This is an optimization exercise on Yosys and OpenROAD, whose aim is small area, a short achievable clock period and few clock cycles per item, not a production implementation.
Function was checked by simulation only, so behaviour that the tests miss may differ from the original.
Power is estimated from default activity; no workload was simulated.

**flow/run.sh**
```bash
#!/bin/bash
# synth_recipe.tcl (not shown) runs the flow's synth.tcl, then flattens the netlist and writes it again
# the make line also repeats each setting of config.mk as NAME=value (left out here)
make -C /OpenROAD-flow-scripts/flow DESIGN_CONFIG=/design/flow/config.mk WORK_HOME=/design/flow/orfs CLKGATE_MAP_FILE= SYNTH_SCRIPT=/design/flow/synth_recipe.tcl finish
```
**flow/design.v**
```verilog
module srv_axis (
    input  wire        clk,
    input  wire        rst,
    input  wire        start,
    output wire        ready,
    output reg         done,
    input  wire        y_valid,
    input  wire        loop_start,
    input  wire [31:0] r,
    input  wire [31:0] y,
    input  wire [31:0] ul,
    input  wire        bq1_en,
    input  wire        bq2_en,
    input  wire        ff_en,
    input  wire [31:0] kp,
    input  wire [31:0] ki,
    input  wire [31:0] kd,
    input  wire [4:0]  sh_kp,
    input  wire [4:0]  sh_ki,
    input  wire [4:0]  sh_kd,
    input  wire [30:0] ilim,
    input  wire [22:0] out_lim,
    input  wire [31:0] kvf,
    input  wire [31:0] kaf,
    input  wire [4:0]  sh_kvf,
    input  wire [4:0]  sh_kaf,
    input  wire [159:0] bq1_coef,
    input  wire [24:0]  bq1_shift,
    input  wire [159:0] bq2_coef,
    input  wire [24:0]  bq2_shift,
    input  wire [191:0] pm_coef,
    input  wire [29:0]  pm_shift,
    input  wire [31:0]  pm_rest,
    input  wire [23:0]  pm_tol,
    input  wire [7:0]   pm_count,
    output reg  [23:0] u,
    output reg  [31:0] mon_e,
    output reg  [31:0] mon_i,
    output reg  [31:0] res,
    output reg         res_tested,
    output reg         arith_sat,
    output reg         i_sat,
    output reg         i_swap,
    output reg         out_sat,
    output wire        plaus
);
    localparam [4:0]
        S_IDLE  = 5'd0,
        S_COAST = 5'd1,
        S_MINIT = 5'd2,
        S_MRES  = 5'd3,
        S_ML    = 5'd4,
        S_MLV   = 5'd5,
        S_MDI   = 5'd6,
        S_MKC   = 5'd7,
        S_MKT   = 5'd8,
        S_MKB   = 5'd9,
        S_MDR   = 5'd10,
        S_MKS   = 5'd11,
        S_MP    = 5'd12,
        S_E     = 5'd13,
        S_SWAP  = 5'd14,
        S_V     = 5'd15,
        S_A     = 5'd16,
        S_P     = 5'd17,
        S_D     = 5'd18,
        S_I     = 5'd19,
        S_BINIT = 5'd20,
        S_BB0   = 5'd21,
        S_BB1   = 5'd22,
        S_BB2   = 5'd23,
        S_BA1   = 5'd24,
        S_BA2   = 5'd25,
        S_BEND  = 5'd26,
        S_FV    = 5'd27,
        S_FA    = 5'd28,
        S_W     = 5'd29,
        S_INT   = 5'd30,
        S_DONE  = 5'd31;
    localparam signed [39:0] MAX32 = 40'sd2147483647;
    localparam signed [39:0] MIN32 = -40'sd2147483648;
    function [31:0] sat32;
        input signed [39:0] x;
        begin
            if (x > MAX32)      sat32 = 32'h7fffffff;
            else if (x < MIN32) sat32 = 32'h80000000;
            else                sat32 = x[31:0];
        end
    endfunction
    function ovf32;
        input signed [39:0] x;
        begin
            ovf32 = (x > MAX32) || (x < MIN32);
        end
    endfunction
    function signed [39:0] sx;
        input [31:0] v;
        begin
            sx = {{8{v[31]}}, v};
        end
    endfunction
    reg [4:0]  state;
    reg [31:0] rp, vp, ep;
    reg signed [63:0] q;
    reg [4:0]  shki_prev;
    reg [30:0] ilim_prev;
    reg [1:0]  bqen_prev;
    reg [31:0] bx1 [0:1];
    reg [31:0] bx2 [0:1];
    reg [31:0] by1 [0:1];
    reg [31:0] by2 [0:1];
    reg [31:0] m, mp, wv, ic;
    reg [7:0]  pc;
    reg [31:0] e, v, a, tmp, c, f, w;
    reg signed [39:0] acc;
    reg        bsel;
    wire [31:0] b_b0 = bsel ? bq2_coef[31:0]    : bq1_coef[31:0];
    wire [31:0] b_b1 = bsel ? bq2_coef[63:32]   : bq1_coef[63:32];
    wire [31:0] b_b2 = bsel ? bq2_coef[95:64]   : bq1_coef[95:64];
    wire [31:0] b_a1 = bsel ? bq2_coef[127:96]  : bq1_coef[127:96];
    wire [31:0] b_a2 = bsel ? bq2_coef[159:128] : bq1_coef[159:128];
    wire [4:0]  s_b0 = bsel ? bq2_shift[4:0]   : bq1_shift[4:0];
    wire [4:0]  s_b1 = bsel ? bq2_shift[9:5]   : bq1_shift[9:5];
    wire [4:0]  s_b2 = bsel ? bq2_shift[14:10] : bq1_shift[14:10];
    wire [4:0]  s_a1 = bsel ? bq2_shift[19:15] : bq1_shift[19:15];
    wire [4:0]  s_a2 = bsel ? bq2_shift[24:20] : bq1_shift[24:20];
    wire [31:0] pm_kc = pm_coef[31:0];
    wire [31:0] pm_kt = pm_coef[63:32];
    wire [31:0] pm_kb = pm_coef[95:64];
    wire [31:0] pm_ks = pm_coef[127:96];
    wire [31:0] pm_l  = pm_coef[159:128];
    wire [31:0] pm_lv = pm_coef[191:160];
    wire [4:0]  s_kc  = pm_shift[4:0];
    wire [4:0]  s_kt  = pm_shift[9:5];
    wire [4:0]  s_kb  = pm_shift[14:10];
    wire [4:0]  s_ks  = pm_shift[19:15];
    wire [4:0]  s_l   = pm_shift[24:20];
    wire [4:0]  s_lv  = pm_shift[29:25];
    reg [31:0] mul_c, mul_x;
    reg [4:0]  mul_s;
    always @(*) begin
        mul_c = 32'd0;
        mul_x = 32'd0;
        mul_s = 5'd0;
        case (state)
            S_ML:   begin mul_c = pm_l;  mul_x = res; mul_s = s_l;  end
            S_MLV:  begin mul_c = pm_lv; mul_x = res; mul_s = s_lv; end
            S_MKC:  begin mul_c = pm_kc; mul_x = tmp; mul_s = s_kc; end
            S_MKT:  begin mul_c = pm_kt; mul_x = ic;  mul_s = s_kt; end
            S_MKB:  begin mul_c = pm_kb; mul_x = wv;  mul_s = s_kb; end
            S_MKS:  begin mul_c = pm_ks; mul_x = tmp; mul_s = s_ks; end
            S_P:    begin mul_c = kp;    mul_x = e;   mul_s = sh_kp; end
            S_D:    begin mul_c = kd;    mul_x = tmp; mul_s = sh_kd; end
            S_BB0:  begin mul_c = b_b0;  mul_x = c;            mul_s = s_b0; end
            S_BB1:  begin mul_c = b_b1;  mul_x = bx1[bsel];    mul_s = s_b1; end
            S_BB2:  begin mul_c = b_b2;  mul_x = bx2[bsel];    mul_s = s_b2; end
            S_BA1:  begin mul_c = b_a1;  mul_x = by1[bsel];    mul_s = s_a1; end
            S_BA2:  begin mul_c = b_a2;  mul_x = by2[bsel];    mul_s = s_a2; end
            S_FV:   begin mul_c = kvf;   mul_x = v;   mul_s = sh_kvf; end
            S_FA:   begin mul_c = kaf;   mul_x = a;   mul_s = sh_kaf; end
            S_INT:  begin mul_c = ki;    mul_x = e;   mul_s = 5'd0;   end
            default: ;
        endcase
    end
    wire signed [63:0] prod = $signed(mul_c) * $signed(mul_x);
    wire signed [63:0] prod_rnd = (mul_s == 5'd0) ? prod
                                : ((prod + (64'sd1 <<< (mul_s - 5'd1))) >>> mul_s);
    wire        ms_ovf = (prod_rnd > 64'sd2147483647) || (prod_rnd < -64'sd2147483648);
    wire [31:0] ms_val = (prod_rnd > 64'sd2147483647)  ? 32'h7fffffff :
                         (prod_rnd < -64'sd2147483648) ? 32'h80000000 :
                         prod_rnd[31:0];
    wire signed [39:0] ms = sx(ms_val);
    wire [4:0] q_s = (state == S_SWAP) ? shki_prev : sh_ki;
    wire signed [63:0] q_rnd = (q_s == 5'd0) ? q
                             : ((q + (64'sd1 <<< (q_s - 5'd1))) >>> q_s);
    wire        qi_ovf = (q_rnd > 64'sd2147483647) || (q_rnd < -64'sd2147483648);
    wire [31:0] qi_val = (q_rnd > 64'sd2147483647)  ? 32'h7fffffff :
                         (q_rnd < -64'sd2147483648) ? 32'h80000000 :
                         q_rnd[31:0];
    wire signed [63:0] q_bnd = $signed({33'd0, ilim}) <<< sh_ki;
    wire signed [63:0] q_resc  = (sh_ki != shki_prev) ? ($signed({{32{qi_val[31]}}, qi_val}) <<< sh_ki) : q;
    wire signed [63:0] q_swcl  = (q_resc > q_bnd) ? q_bnd : (q_resc < -q_bnd) ? -q_bnd : q_resc;
    wire               swap_go = !loop_start && ((sh_ki != shki_prev) || (ilim != ilim_prev));
    wire signed [64:0] q_sum = {q[63], q} + {prod[63], prod};
    wire signed [64:0] q_bnd65 = {q_bnd[63], q_bnd};
    wire signed [64:0] q_icl = (q_sum > q_bnd65) ? q_bnd65 : (q_sum < -q_bnd65) ? -q_bnd65 : q_sum;
    wire signed [39:0] w_s   = sx(w);
    wire signed [39:0] lim_s = {17'd0, out_lim};
    wire signed [39:0] u_s   = (w_s > lim_s) ? lim_s : (w_s < -lim_s) ? -lim_s : w_s;
    wire               osat  = (u_s != w_s);
    wire [1:0] sgn_e = (e == 32'd0) ? 2'b00 : e[31] ? 2'b11 : 2'b01;
    wire [1:0] sgn_w = (w == 32'd0) ? 2'b00 : w[31] ? 2'b11 : 2'b01;
    wire [32:0] res_abs = res[31] ? (33'd0 - {res[31], res}) : {1'b0, res};
    assign ready = (state == S_IDLE);
    assign plaus = (pc >= pm_count);
    wire signed [39:0] sum_bq  = acc - ms;
    wire signed [39:0] sum_i   = acc + sx(qi_val);
    wire signed [39:0] sum_w   = sx(c) + sx(f);
    integer k;
    always @(posedge clk) begin
        if (rst) begin
            state      <= S_IDLE;
            done       <= 1'b0;
            rp         <= 32'd0;
            vp         <= 32'd0;
            ep         <= 32'd0;
            q          <= 64'sd0;
            shki_prev  <= 5'd0;
            ilim_prev  <= 31'd0;
            bqen_prev  <= 2'b00;
            for (k = 0; k < 2; k = k + 1) begin
                bx1[k] <= 32'd0;
                bx2[k] <= 32'd0;
                by1[k] <= 32'd0;
                by2[k] <= 32'd0;
            end
            m          <= 32'd0;
            mp         <= 32'd0;
            wv         <= 32'd0;
            ic         <= 32'd0;
            pc         <= 8'd0;
            e          <= 32'd0;
            v          <= 32'd0;
            a          <= 32'd0;
            tmp        <= 32'd0;
            c          <= 32'd0;
            f          <= 32'd0;
            w          <= 32'd0;
            acc        <= 40'sd0;
            bsel       <= 1'b0;
            u          <= 24'd0;
            mon_e      <= 32'd0;
            mon_i      <= 32'd0;
            res        <= 32'd0;
            res_tested <= 1'b0;
            arith_sat  <= 1'b0;
            i_sat      <= 1'b0;
            i_swap     <= 1'b0;
            out_sat    <= 1'b0;
        end else begin
            done <= 1'b0;
            case (state)
                S_IDLE: begin
                    if (start) begin
                        arith_sat  <= 1'b0;
                        i_sat      <= 1'b0;
                        i_swap     <= 1'b0;
                        out_sat    <= 1'b0;
                        res_tested <= 1'b0;
                        if (!y_valid)       state <= S_COAST;
                        else if (loop_start) state <= S_MINIT;
                        else                state <= S_MRES;
                    end
                end
                S_COAST: begin
                    m <= mp;
                    mp <= sat32(sx(mp) + sx(wv));
                    if (ovf32(sx(mp) + sx(wv))) arith_sat <= 1'b1;
                    done  <= 1'b1;
                    state <= S_IDLE;
                end
                S_MINIT: begin
                    m  <= y;
                    mp <= y;
                    wv <= 32'd0;
                    ic <= 32'd0;
                    pc <= 8'd0;
                    state <= S_E;
                end
                S_MRES: begin
                    res <= sat32(sx(y) - sx(mp));
                    if (ovf32(sx(y) - sx(mp))) arith_sat <= 1'b1;
                    state <= S_ML;
                end
                S_ML: begin
                    m <= sat32(sx(mp) + ms);
                    if (ms_ovf || ovf32(sx(mp) + ms)) arith_sat <= 1'b1;
                    state <= S_MLV;
                end
                S_MLV: begin
                    wv <= sat32(sx(wv) + ms);
                    if (ms_ovf || ovf32(sx(wv) + ms)) arith_sat <= 1'b1;
                    state <= S_MDI;
                end
                S_MDI: begin
                    tmp <= sat32(sx(ul) - sx(ic));
                    if (ovf32(sx(ul) - sx(ic))) arith_sat <= 1'b1;
                    state <= S_MKC;
                end
                S_MKC: begin
                    ic <= sat32(sx(ic) + ms);
                    if (ms_ovf || ovf32(sx(ic) + ms)) arith_sat <= 1'b1;
                    state <= S_MKT;
                end
                S_MKT: begin
                    acc <= sx(wv) + ms;
                    if (ms_ovf) arith_sat <= 1'b1;
                    state <= S_MKB;
                end
                S_MKB: begin
                    acc <= acc - ms;
                    if (ms_ovf) arith_sat <= 1'b1;
                    state <= S_MDR;
                end
                S_MDR: begin
                    tmp <= sat32(sx(m) - sx(pm_rest));
                    if (ovf32(sx(m) - sx(pm_rest))) arith_sat <= 1'b1;
                    state <= S_MKS;
                end
                S_MKS: begin
                    wv <= sat32(acc - ms);
                    if (ms_ovf || ovf32(acc - ms)) arith_sat <= 1'b1;
                    state <= S_MP;
                end
                S_MP: begin
                    mp <= sat32(sx(m) + sx(wv));
                    if (ovf32(sx(m) + sx(wv))) arith_sat <= 1'b1;
                    if (res_abs > {9'd0, pm_tol})
                        pc <= (pc == 8'hff) ? pc : pc + 8'd1;
                    else
                        pc <= 8'd0;
                    res_tested <= 1'b1;
                    state <= S_E;
                end
                S_E: begin
                    e <= sat32(sx(r) - sx(y));
                    if (ovf32(sx(r) - sx(y))) arith_sat <= 1'b1;
                    if (loop_start) begin
                        q  <= 64'sd0;
                        rp <= r;
                        vp <= 32'd0;
                        ep <= sat32(sx(r) - sx(y));
                    end
                    state <= S_SWAP;
                end
                S_SWAP: begin
                    if (swap_go) begin
                        q <= q_swcl;
                        if (q_swcl != q_resc) begin
                            i_sat  <= 1'b1;
                            i_swap <= 1'b1;
                        end
                        if (qi_ovf) arith_sat <= 1'b1;
                    end
                    shki_prev <= sh_ki;
                    ilim_prev <= ilim;
                    state <= S_V;
                end
                S_V: begin
                    v <= sat32(sx(r) - sx(rp));
                    if (ovf32(sx(r) - sx(rp))) arith_sat <= 1'b1;
                    state <= S_A;
                end
                S_A: begin
                    a   <= sat32(sx(v) - sx(vp));
                    tmp <= sat32(sx(e) - sx(ep));
                    if (ovf32(sx(v) - sx(vp)) || ovf32(sx(e) - sx(ep))) arith_sat <= 1'b1;
                    state <= S_P;
                end
                S_P: begin
                    acc <= ms;
                    if (ms_ovf) arith_sat <= 1'b1;
                    state <= S_D;
                end
                S_D: begin
                    acc <= acc + ms;
                    if (ms_ovf) arith_sat <= 1'b1;
                    state <= S_I;
                end
                S_I: begin
                    mon_i <= qi_val;
                    c     <= sat32(sum_i);
                    f     <= 32'd0;
                    if (qi_ovf || ovf32(sum_i)) arith_sat <= 1'b1;
                    if (bq1_en) begin
                        bsel  <= 1'b0;
                        state <= (loop_start || !bqen_prev[0]) ? S_BINIT : S_BB0;
                    end else if (bq2_en) begin
                        bsel  <= 1'b1;
                        state <= (loop_start || !bqen_prev[1]) ? S_BINIT : S_BB0;
                    end else if (ff_en) begin
                        state <= S_FV;
                    end else begin
                        state <= S_W;
                    end
                end
                S_BINIT: begin
                    bx1[bsel] <= c;
                    bx2[bsel] <= c;
                    by1[bsel] <= c;
                    by2[bsel] <= c;
                    state <= S_BB0;
                end
                S_BB0: begin
                    acc <= ms;
                    if (ms_ovf) arith_sat <= 1'b1;
                    state <= S_BB1;
                end
                S_BB1: begin
                    acc <= acc + ms;
                    if (ms_ovf) arith_sat <= 1'b1;
                    state <= S_BB2;
                end
                S_BB2: begin
                    acc <= acc + ms;
                    if (ms_ovf) arith_sat <= 1'b1;
                    state <= S_BA1;
                end
                S_BA1: begin
                    acc <= sum_bq;
                    if (ms_ovf) arith_sat <= 1'b1;
                    state <= S_BA2;
                end
                S_BA2: begin
                    acc <= sum_bq;
                    if (ms_ovf) arith_sat <= 1'b1;
                    state <= S_BEND;
                end
                S_BEND: begin
                    bx2[bsel] <= bx1[bsel];
                    bx1[bsel] <= c;
                    by2[bsel] <= by1[bsel];
                    by1[bsel] <= sat32(acc);
                    c         <= sat32(acc);
                    if (ovf32(acc)) arith_sat <= 1'b1;
                    if (!bsel && bq2_en) begin
                        bsel  <= 1'b1;
                        state <= (loop_start || !bqen_prev[1]) ? S_BINIT : S_BB0;
                    end else if (ff_en) begin
                        state <= S_FV;
                    end else begin
                        state <= S_W;
                    end
                end
                S_FV: begin
                    acc <= ms;
                    if (ms_ovf) arith_sat <= 1'b1;
                    state <= S_FA;
                end
                S_FA: begin
                    f <= sat32(acc + ms);
                    if (ms_ovf || ovf32(acc + ms)) arith_sat <= 1'b1;
                    state <= S_W;
                end
                S_W: begin
                    w <= sat32(sum_w);
                    if (ovf32(sum_w)) arith_sat <= 1'b1;
                    state <= S_INT;
                end
                S_INT: begin
                    u       <= u_s[23:0];
                    mon_e   <= e;
                    out_sat <= osat;
                    if (!(osat && (sgn_e == sgn_w))) begin
                        q <= q_icl[63:0];
                        if (q_icl != q_sum) i_sat <= 1'b1;
                    end
                    state <= S_DONE;
                end
                S_DONE: begin
                    rp        <= r;
                    vp        <= v;
                    ep        <= e;
                    bqen_prev <= {bq2_en, bq1_en};
                    done      <= 1'b1;
                    state     <= S_IDLE;
                end
                default: state <= S_IDLE;
            endcase
        end
    end
endmodule
```
**flow/config.mk**
```make
export PLATFORM = sky130hd
export DESIGN_NAME = srv_axis
export DESIGN_NICKNAME = srv_axis
export VERILOG_FILES = /design/flow/design.v
export SDC_FILE = /design/flow/constraint.sdc
export NUM_CORES = 8
export LEC_CHECK = 0
export CAP_MARGIN = 20
export CORE_MARGIN = 2
export CORE_UTILIZATION = 25
export SLEW_MARGIN = 20
```
**flow/constraint.sdc**
```tcl
create_clock -name core_clock -period 25.0 [get_ports {clk}]
set_input_delay 5.0000 -clock core_clock [delete_from_list [all_inputs] [get_ports {clk}]]
set_output_delay 5.0000 -clock core_clock [all_outputs]
set_load 0.01 [all_outputs]
```
==> results.yml <==
run_status:
  status: "complete, no violations"
routing:
  drt-pass1-iter-count: 12
  num_vias: 193670
  drtIter0Drc: 31635
  drc: 0
  wl_um: 1180000
  final_antenna_net_count: 0
  wire_per_inst_um: 37.03
  viasPerCell: 6.076
yosys:
  synthTopCellsByCount: "nor2_1, nand2_1, a21oi_1, inv_1, o21ai_0"
  synth.distinct_cells: 140
  ys_top_cells_by_area: "fa_1, ha_1, dfxtp_1, nor2_1, a21oi_1"
  ys_warn_count: 1
  postSynthNetCount: 24496
  yosysTopAreaCellShare: 0.1375
  netlist_instances: 21190
  synthArstFlopShare: 0
  synth-seq-cells: 987
  avgSynthCellArea_um2: 7.566
  synth_area_leader_cell: "fa_1"
  yosysMostFrequentCell: "nor2_1"
  synth_edf_count: 256
  ys_seq_area_frac: 0.1392
  yosys_most_used_dff: "dfxtp_1"
  synth_area_um2: 160300
critical_path:
  cp-end-kind: "flip-flop"
  ff2ff_path_depth: 87
  critPathMaxStageDelay_ps: 800
  start_kind: "input port"
  cp.depth: 85
  critPathMaxFanout: 23
  crit_path_top_delay_cell: "nand4_1"
  crit_arrival_ps: 25060
  crit_type: "in2reg"
  critical_path_buf_inv_count: 18
  r2r_start: "state[0]"
  cp.required_ps: 25730
  setup.worst_path.start: "bq2_coef[36]"
  crit_family: "compound AO/OA/AOI/OAI gates"
clock_network:
  cts_made_buffers: 114
  root_buffer: "clkbuf_16"
  cts_tree: "yes"
  clock_latency_ps: 920
  cts_max_level: 3
  holdBufCountCts: 0
  path_clk_slew_ps: 70
  clockBufferDepth: 3
  clock-sinks: 987
power:
  power_mw: 20.55
  p_leak_nw: 77.11
  worst_ir_drop_vdd_v: 0.0002106
  power.density_nw_per_um2: 103.7
global_route:
  grt_max_degree: 198
  grt_overflow_total: 0
  grt_pass1_wl_um: 1556000
  grt_pass1_vias: 177070
  grt_usage: 0.3479
  antenna_found_initial: 327
timing:
  tns_ps: 0
  fmax_mhz: 41.11
  setup_viol: 0
  worst_pin_slew_ps: 1342
  fin_crit_ps: 24330
  final_hold_viol_count: 0
  period_share: 0.9731
  fin_hold_ws_ps: 453.5
  slew_viol_final: 0
  slew_headroom: 0.09886
  fin_ws_ps: 672.3
  finClkSkew_ps: 118.9
cells_and_area:
  drive_above_1_share: 0.1197
  fillers: 68948
  final_core_utilization: 0.3095
  area_growth_pct: 23.57
  finalInstanceArea_um2: 198100
  nNetsFinal: 26262
  final_cells: 31873
worst_hold_path:
  worstHoldPathType: "reg2reg"
  hold_depth: 2
  min_from: "rp[14]"
run:
  maxCapViolations: 0
die:
  core_area_um2: 640100
  dieArea_um2: 647700
  rows: 294
  die_x_um: 804.8
  pin_count: 1127
  die_h_um: 804.8
  initial_utilization: 0.2505
placement:
  io_buffers: 1126
  gp_congestion: 1.129
  placed_cell_area_um2: 192700
  place_ws_ps: -407.2
  dp_hpwl_um: 960900
  dp.cells: 31265
## cells in the final DEF (no fill, tap or decap), types with 713 or more instances in the layout
master           count
nor2_1            2397
nand2_1           2136
buf_4             1815
a21oi_1           1609
inv_1             1541
ha_1              1206
o21ai_0           1177
clkdlybuf4s50_1   1120
fa_1              1100
dfxtp_1            713
## power by group
part,internal [mW],total (mW),switching (mW)
Sequential,1.77,2.10,0.326
Combinational,5.72,16.5,10.8
Clock,1.07,1.97,0.897
Total,8.56,20.6,12.0
## tightest hold or removal path, stage by stage (launching register included)
cell	delay, ps
dfxtp_1	310
nand2_1	50
a21oi_1	50
## per-layer routing
metal / part of all wire / routed length (µm) / track usage / up-vias
met3: 0.14 / 166600 / 0.1485 / 3778
met2: 0.39 / 455900 / 0.4706 / 15240
met4: 0.12 / 143000 / 0.3445 / 136
met5: 0.0012 / 1409 / 0.004495 / -
li1: - / - / - / 80127
met1: 0.35 / 413400 / 0.4012 / 94389
## area by class of cell
cell class | count | area (µm²) | share of cell area
Antenna cell | 379 | 948.4 | 0.004787
Clock buffer | 155 | 3304 | 0.01668
Clock inverter | 63 | 835.8 | 0.004219
Inverter | 1575 | 5914 | 0.02985
Multi-Input combinational cell | 17277 | 128200 | 0.6469
Sequential cell | 987 | 22350 | 0.1128
Tap cell | 8436 | 10560 | 0.05328
Timing Repair Buffer | 3001 | 26040 | 0.1314
## path summary, 6_finish.rpt
path,to,slack (ps)
worst min-delay path,rp[14],450
worst min register to register,rp[14],450
worst max register to register,wv[15],2290
worst max-delay path,wv[15],670
## flip-flops by register name, indices dropped and copies added (netlist names), 40 cells and up, named ones only
| register | flops |
|---|---|
| bx1 | 64 |
| by2 | 64 |
| bx2 | 64 |
| acc | 40 |
| by1 | 64 |
| q | 64 |
## cell families after synthesis
family	Yosys count	synth area share
AO/OA/AOI/OAI	6242	0.2604
XOR/XNOR	819	0.04484
adder cells (fa/ha/maj)	2345	0.2340
buffers and inverters	2926	0.07050
flip-flops	987	0.1392
multiplexers	584	0.04222
AND/OR/NAND/NOR	7287	0.2089
## timing repair
action,4_1_cts,5_1_grt
buffers inserted,0,1
endpoints found under the setup margin,0,140
hold endpoints to repair,0,0
resized for setup,0,29
Testbench counts, summed over its fixed seeds: cycles 62,159, steps 1,920.

-- re-timing with driven ports --
Ports are ideal in the flow. The routed layout listed here was re-timed in OpenROAD. Step 1 sets driving cells, clkbuf_16 on the clock port and buf_2 on the other inputs (assumed; they add their load-dependent delay and slew). Step 2, shift: input delay + t, output delay - t, t = (earliest + latest rising clock arrival at the registers) / 2. This alone moves slack from input paths to output paths. Slacks: no drivers / after step 1 / after step 2; pairs: no drivers / after step 1.
shift t [ns]: 0.960
setup WS [ns]: 0.672 / 0.683 / -0.276
worst slew at a driven data input, ns: 0.79
With both steps, setup timing fails in this run, where it was met with ideal ports. For this run, drivers alone change the setup slack by +0.011 ns; drivers and shift together by -0.948 ns.
